From an optimization exercise on the open Yosys and OpenROAD flow, aimed at small area; shortcuts taken in it are not production practice. The RTL was checked by simulation tests, not by an equivalence proof against the original design.

`design/flow/run.sh`:
```
#!/bin/bash
# synth_recipe.tcl (not shown) runs the flow's synth.tcl, then flattens the netlist and writes it again
# the make line also repeats each setting of config.mk as NAME=value (left out here)
make -C /OpenROAD-flow-scripts/flow DESIGN_CONFIG=/design/flow/config.mk WORK_HOME=/design/flow/orfs CLKGATE_MAP_FILE= SYNTH_SCRIPT=/design/flow/synth_recipe.tcl finish
```
`design/flow/config.mk`:
```
export PLATFORM = sky130hd
export DESIGN_NAME = dec_chain
export DESIGN_NICKNAME = dec_chain
export VERILOG_FILES = /design/flow/design.v
export SDC_FILE = /design/flow/constraint.sdc
export NUM_CORES = 4
export LEC_CHECK = 0
export CAP_MARGIN = 20
export CORE_MARGIN = 2
export CORE_UTILIZATION = 40
export SLEW_MARGIN = 20
```
`design/flow/constraint.sdc`:
```
create_clock -name core_clock -period 20.0 [get_ports {clk}]
set_input_delay 4.0000 -clock core_clock [delete_from_list [all_inputs] [get_ports {clk}]]
set_output_delay 4.0000 -clock core_clock [all_outputs]
set_load 0.01 [all_outputs]
```
`design/flow/design.v`:
```
module dec_stage (
    input  wire        clk,
    input  wire        rst,
    input  wire        clr,         
    input  wire [4:0]  len,         
    input  wire [3:0]  log2_q,      
    input  wire [23:0] gcorr,
    input  wire        in_valid,
    input  wire [31:0] in_data,
    input  wire [7:0]  in_pos,      
    input  wire        in_tag,      
    output reg         out_valid,
    output reg  [31:0] out_data,
    output reg  [7:0]  out_pos,
    output reg         out_tag,
    output reg         out_sat
);
    reg [511:0] hist;
    reg [3:0]   wp;
    reg signed [35:0] sum;
    wire [3:0]  old_idx = wp - len[3:0];
    wire [31:0] oldest  = hist[old_idx*32 +: 32];
    wire signed [35:0] sum_new = sum + {{4{in_data[31]}}, in_data}
                                     - {{4{oldest[31]}}, oldest};
    wire [8:0] q_mask = (9'd1 << log2_q) - 9'd1;
    wire       keep   = (({1'b0, in_pos} & q_mask) == q_mask);
    reg [2:0] f;
    always @(*) begin
        if (len[4])      f = 3'd4;
        else if (len[3]) f = 3'd3;
        else if (len[2]) f = 3'd2;
        else if (len[1]) f = 3'd1;
        else             f = 3'd0;
    end
    wire pow2 = ((len & (len - 5'd1)) == 5'd0);
    wire signed [60:0] prod   = sum_new * $signed({1'b0, gcorr});
    wire signed [60:0] scaled = pow2 ? {{25{sum_new[35]}}, sum_new} : prod;
    wire [4:0]         sh     = pow2 ? {2'b00, f} : (5'd24 + {2'b00, f});
    wire signed [60:0] q    = scaled >>> sh;
    wire [60:0]        mask = (61'd1 << sh) - 61'd1;
    wire [60:0]        rem  = scaled & mask;
    wire [60:0]        half = (sh == 5'd0) ? 61'd0 : (61'd1 << (sh - 5'd1));
    wire               up   = (sh != 5'd0) && ((rem > half) || ((rem == half) && q[0]));
    wire signed [61:0] r    = {q[60], q} + {61'd0, up};
    wire pos_ovf = (r > 62'sd2147483647);
    wire neg_ovf = (r < -62'sd2147483648);
    wire [31:0] r_sat = pos_ovf ? 32'h7FFF_FFFF :
                        neg_ovf ? 32'h8000_0000 : r[31:0];
    always @(posedge clk) begin
        if (rst || clr) begin
            hist <= 512'd0;
            wp   <= 4'd0;
            sum  <= 36'sd0;
        end else if (in_valid) begin
            hist[wp*32 +: 32] <= in_data;
            wp  <= wp + 4'd1;
            sum <= sum_new;
        end
    end
    always @(posedge clk) begin
        if (rst) begin
            out_valid <= 1'b0;
            out_data  <= 32'd0;
            out_pos   <= 8'd0;
            out_tag   <= 1'b0;
            out_sat   <= 1'b0;
        end else begin
            out_valid <= in_valid && keep && !clr;
            if (in_valid && keep) begin
                out_data <= r_sat;
                out_pos  <= in_pos;
                out_tag  <= in_tag;
                out_sat  <= pos_ovf || neg_ovf;
            end
        end
    end
endmodule
module dec_chain (
    input  wire        clk,
    input  wire        rst,
    input  wire        in_valid,
    input  wire        in_first,       
    input  wire        in_clear,       
    input  wire [31:0] in_data,
    input  wire [31:0] cfg_st01,       
    input  wire [31:0] cfg_st23,       
    input  wire [95:0] cfg_gcorr,      
    input  wire        cfg_hold_zero,
    output reg         out_valid,
    output reg  [31:0] out_data,
    output reg         out_settled,
    output reg         out_sat
);
    reg [4:0]  len0, len1, len2, len3;    
    reg [2:0]  rc0, rc1, rc2, rc3;        
    reg [95:0] gcorr;
    reg        hold_zero;
    always @(posedge clk) begin
        if (rst) begin
            len0 <= 5'd1; len1 <= 5'd1; len2 <= 5'd1; len3 <= 5'd1;
            rc0  <= 3'd0; rc1  <= 3'd0; rc2  <= 3'd0; rc3  <= 3'd0;
            gcorr     <= {4{24'h80_0000}};
            hold_zero <= 1'b0;
        end else if (in_valid && in_clear) begin
            len0 <= cfg_st01[4:0];   rc0 <= cfg_st01[14:12];
            len1 <= cfg_st01[20:16]; rc1 <= cfg_st01[30:28];
            len2 <= cfg_st23[4:0];   rc2 <= cfg_st23[14:12];
            len3 <= cfg_st23[20:16]; rc3 <= cfg_st23[30:28];
            gcorr     <= cfg_gcorr;
            hold_zero <= cfg_hold_zero;
        end
    end
    wire [3:0] lq0 = {1'b0, rc0};
    wire [3:0] lq1 = lq0 + {1'b0, rc1};
    wire [3:0] lq2 = lq1 + {1'b0, rc2};
    wire [3:0] lq3 = lq2 + {1'b0, rc3};
    wire [15:0] span = {11'd0, len0 - 5'd1}
                     + ({11'd0, len1 - 5'd1} << lq0)
                     + ({11'd0, len2 - 5'd1} << lq1)
                     + ({11'd0, len3 - 5'd1} << lq2);
    reg        i_valid;
    reg [31:0] i_data;
    reg [7:0]  i_pos;
    reg [15:0] n_since;     
    reg        fresh;       
    always @(posedge clk) begin
        if (rst) begin
            i_valid <= 1'b0;
            i_data  <= 32'd0;
            i_pos   <= 8'hFF;
            n_since <= 16'd0;
            fresh   <= 1'b1;
        end else begin
            i_valid <= in_valid;
            if (in_valid) begin
                i_data <= in_data;
                i_pos  <= in_first ? 8'd0 : i_pos + 8'd1;
                fresh <= 1'b0;
                if (in_clear || fresh)
                    n_since <= 16'd0;
                else if (n_since != 16'hFFFF)
                    n_since <= n_since + 16'd1;
            end
        end
    end
    wire clr = in_valid && in_clear;
    wire i_settled = (n_since >= span);
    wire        v0, v1, v2, v3;
    wire [31:0] d0, d1, d2, d3;
    wire [7:0]  p0, p1, p2, p3;
    wire        t0, t1, t2, t3;
    wire        s0, s1, s2, s3;
    dec_stage u_st0 (
        .clk(clk), .rst(rst), .clr(clr),
        .len(len0), .log2_q(lq0), .gcorr(gcorr[23:0]),
        .in_valid(i_valid), .in_data(i_data), .in_pos(i_pos), .in_tag(i_settled),
        .out_valid(v0), .out_data(d0), .out_pos(p0), .out_tag(t0), .out_sat(s0)
    );
    dec_stage u_st1 (
        .clk(clk), .rst(rst), .clr(clr),
        .len(len1), .log2_q(lq1), .gcorr(gcorr[47:24]),
        .in_valid(v0), .in_data(d0), .in_pos(p0), .in_tag(t0),
        .out_valid(v1), .out_data(d1), .out_pos(p1), .out_tag(t1), .out_sat(s1)
    );
    dec_stage u_st2 (
        .clk(clk), .rst(rst), .clr(clr),
        .len(len2), .log2_q(lq2), .gcorr(gcorr[71:48]),
        .in_valid(v1), .in_data(d1), .in_pos(p1), .in_tag(t1),
        .out_valid(v2), .out_data(d2), .out_pos(p2), .out_tag(t2), .out_sat(s2)
    );
    dec_stage u_st3 (
        .clk(clk), .rst(rst), .clr(clr),
        .len(len3), .log2_q(lq3), .gcorr(gcorr[95:72]),
        .in_valid(v2), .in_data(d2), .in_pos(p2), .in_tag(t2),
        .out_valid(v3), .out_data(d3), .out_pos(p3), .out_tag(t3), .out_sat(s3)
    );
    reg  sat_sticky;
    wire sat_now = sat_sticky | (v0 & s0) | (v1 & s1) | (v2 & s2) | (v3 & s3);
    always @(posedge clk) begin
        if (rst) begin
            sat_sticky  <= 1'b0;
            out_valid   <= 1'b0;
            out_data    <= 32'd0;
            out_settled <= 1'b0;
            out_sat     <= 1'b0;
        end else begin
            sat_sticky <= clr ? 1'b0 : sat_now;
            out_valid  <= v3;
            if (v3) begin
                out_data    <= (hold_zero && !t3) ? 32'd0 : d3;
                out_settled <= t3;
                out_sat     <= sat_now;
            end
        end
    end
endmodule
```
==> impl_results.rst <==
.. list-table::
   :header-rows: 1

   * - Metric
     - Value
   * - Run status
     - finished clean
   * - Top cell type's share of synthesized area
     - 26.5%
   * - Worst-Skew Late Latency
     - 1.02 ns
   * - Clock transition time at the flip-flop clock pins of the worst setup and hold paths
     - 0.08 ns
   * - Top library cells by usage in the layout, fill and taps aside
     - 4696 x nand2_1, 3576 x fa_1, 3479 x inv_1
   * - Area of the die
     - 684000 µm²
   * - Final routed wirelength across all metal layers
     - 964 mm
   * - Resize count post-CTS
     - 0
   * - Number of buffers inserted by port buffering
     - 200
   * - Biggest cell delay along the critical path
     - 1.14 ns
   * - Global placement routability congestion
     - 0.994
   * - Maximum clock frequency
     - 53.6 MHz
   * - Post-Place Worst Slack
     - 1.84 ns
   * - Setup Skew
     - 0.148 ns
   * - Total number of vias
     - 229703
   * - Class of the most critical hold timing path
     - register to register
   * - Vias/cell
     - 5.77
   * - Critical Path Start Type
     - register
   * - Synth area leaders
     - fa_1 26%, dfxtp_1 19%, nand2_1 6.5%
   * - Netlist area before placement
     - 271000 µm²
   * - Total number of yosys warnings
     - 2
   * - Count of final setup violators
     - 0
   * - Clock sink count
     - 2595
   * - Transition time of the tightest slew-check pin
     - 1.27 ns
   * - Seq/Total Area, Yosys
     - 19.2%
   * - Congestion Overflow GR
     - 0
   * - Worst EP required
     - 20.78 ns
   * - Crit path setup slack, layout
     - 1.34 ns
   * - Initial antenna violation count
     - 28
   * - Post-synth top area cell
     - fa_1
   * - Post-cts hold buffer count
     - 0
   * - Post-synth EDFFs
     - 0
   * - Cell area after layout
     - 293000 µm²
   * - DRC violations left
     - 0
   * - Headroom to the max-slew limit
     - 14.1%
   * - First-pass GRT wire length
     - 1470 mm
   * - Endpoint type of the worst setup path
     - register
   * - Total number of H-tree levels
     - 5
   * - Core region area
     - 675000 µm²
   * - TNS Setup
     - 0 ns
   * - Setup repair after global routing missed its margin
     - no
   * - Most used flip-flop cell after synthesis
     - dfxtp_1
   * - Mean routed wirelength per cell
     - 24.2 µm
   * - Number of design-rule violations left by the first detailed-router iteration
     - 21632
   * - Final count of pins violating max slew
     - 0
   * - Shortest clock period the worst path allows after layout
     - 18.66 ns
   * - Number of top-level design ports
     - 233
   * - Nets@finish
     - 35528
   * - Vias in the first global route
     - 232286
   * - Area growth syn-to-layout
     - 8.31%
   * - CP Class
     - register to register
   * - Placed inst area
     - 283000 µm²
   * - Count of unique library cells instantiated by Yosys
     - 129
   * - Synthesized area per cell
     - 8.56 µm²
   * - Number of buffers added by the clock tree synthesis step
     - 303
   * - Initial cell density of the core
     - 40.1%
   * - Synthesized instance count
     - 31646
   * - Post-route ant nets
     - 0
   * - CTS root buf
     - clkbuf_16
   * - Data arrival time of the critical path
     - 19.44 ns
   * - HPWL after detailed placement
     - 712 mm
   * - Clock tree from TritonCTS
     - yes
   * - Layout cell share with drive strength beyond 1
     - 7.65%
   * - Number of standard-cell rows in the floorplan
     - 302
   * - Cell seen most often among critical-path stages
     - fa_1
   * - Largest net degree at the start of global routing
     - 219
   * - Maximum fanout encountered on the critical timing path
     - 31
   * - DIE HEIGHT
     - 827 µm
   * - Width of the chip
     - 827 µm
   * - Number of synthesized register bits
     - 2595
   * - Final worst path period share
     - 93.3%
   * - Leading cell type in the layout, fill and taps excluded
     - nand2_1
   * - # Max-Cap Violations
     - 0
   * - Fraction of registers with async set or reset after synthesis
     - 0%
   * - Post-CTS setup repair buffer count
     - 0
   * - Worst reg2reg setup slack
     - 1.34 ns
   * - Clock Tree Buf Depth
     - 4
   * - Master of the slowest instance on the critical path
     - fa_4
   * - Pre-Repair DR Iteration Count
     - 6
   * - Overall fraction of global-route tracks in use
     - 27.7%
   * - Final hold violations
     - 0
[final timing paths]
check,startpoint,to,cells past startpoint
max,len0[1],u_st0.out_data[26],59
min,u_st1.hist[11],u_st1.hist[11],2
max reg2reg,len0[1],u_st0.out_data[26],59
min reg2reg,u_st1.hist[11],u_st1.hist[11],2
[final cells by class]
type | count | area (µm²)
Clock buffer | 439 | 8760
Multi-Input combinational cell | 23157 | 198000
Inverter | 3488 | 13100
Timing Repair Buffer | 1065 | 8980
Clock inverter | 101 | 1200
Antenna cell | 8 | 20.0
Tap cell | 8968 | 11200
Fill cell | 66406 | 382000
Sequential cell | 2595 | 52000
[critical path, delay by kind of cell (launching register included)]
family	cells	cell delay [ns]
adder cells (fa/ha/maj)	14	7.06
AO/OA/AOI/OAI	16	5.65
AND/OR/NAND/NOR	18	2.73
buffers and inverters	8	1.49
multiplexers	2	0.73
flip-flops	1	0.43
XOR/XNOR	1	0.22
[layer usage]
layer | global-route usage (%) | routed length [µm] | up-vias
li1 | - | - | 102075
met4 | 10.8 | 43900 | 10
met5 | 0 | 66 | -
met2 | 44.9 | 443000 | 9198
met3 | 4.25 | 72100 | 1839
met1 | 37.3 | 405000 | 116581
[sequential cells by signal, indices dropped and copies added, names as in the netlist, 8 cells and up]
signal	count
u_st3.sum	36
u_st0.out_data	32
u_st3.hist	512
u_st0.sum	36
u_st1.sum	36
u_st2.hist	512
u_st2.sum	36
gcorr	96
u_st2.out_pos	8
u_st0.out_pos	8
i_data	32
u_st3.out_data	32
n_since	16
u_st2.out_data	32
u_st1.hist	512
out_data	32
u_st0.hist	512
u_st1.out_pos	8
u_st1.out_data	32
i_pos	8
[Yosys cell counts, types with 89 or more instances]
master       n
ha_1      1140
a21oi_1   1651
and3_1     252
nand2b_1   139
nand2_1   4701
clkbuf_1  2190
nand4_1    254
a22oi_1   1327
dfxtp_1   2595
buf_2      105
a211oi_1   252
nand3_1    392
o211ai_1   156
or3_1      103
mux4_2     525
o21a_1     148
o21bai_1    89
inv_1     3479
fa_1      3580
and2_1    1832
a31oi_1    113
o21ai_0    717
a221oi_1   101
a21o_1     206
a32oi_1    148
nor3_1     270
nor2_1    2646
mux2i_1    296
xnor2_1    368
nor2b_1    144
buf_1      156
xor2_1     194
[stage by stage]
| step | utilization (%) | cells | hold slack, ns |
|---|---|---|---|
| 2_1_floorplan | - | 31744 | 0.429 |
| 3_3_place_gp | 41.9 | 39265 | 0.435 |
| 3_5_place_dp | 41.9 | 39267 | 0.442 |
| 4_1_cts | 43.4 | 39807 | 0.449 |
| 5_1_grt | 43.4 | 39815 | 0.463 |
| 6_report | 43.4 | 39821 | 0.448 |
[cell families (layout without fill, tap and decap cells)]
logic type	count (synthesis)	in the layout	share of synthesized area, %
other	2	108	0.00277
buffers and inverters	5992	5093	8.41
AND/OR/NAND/NOR	11151	11151	18.9
adder cells (fa/ha/maj)	4720	4720	31.7
flip-flops	2595	2595	19.2
multiplexers	850	850	5.58
XOR/XNOR	563	563	1.82
AO/OA/AOI/OAI	5773	5773	14.3

-- afterwards: timing with drivers on the ports --
The flow's constraints put no driver on any port. The routed layout listed below was extracted and timed again, unchanged, in two steps. Step 1 (the two cells are an assumption about what drives the block):
set clk [get_ports {clk}]
set_driving_cell -lib_cell sky130_fd_sc_hd__clkbuf_16 $clk
set_driving_cell -lib_cell sky130_fd_sc_hd__buf_2 [delete_from_list [all_inputs] $clk]
Step 2 moves the port delays by t, midway between the first and last clock arrival at a register: inputs arrive t later, outputs are due t later. That takes back most of the time a late clock gives input paths. a / b / c = ideal / step 1 / step 2; a / b = the first two.
t (ns): 1.067
setup WS [ns]: 1.339 / 1.339 / 1.339
latest minus earliest clock arrival (ns): 0.149 / 0.149
After both steps this run still meets setup and hold. The setup slack of this run moves by 0.000 ns with the drivers and by 0.000 ns with both steps.
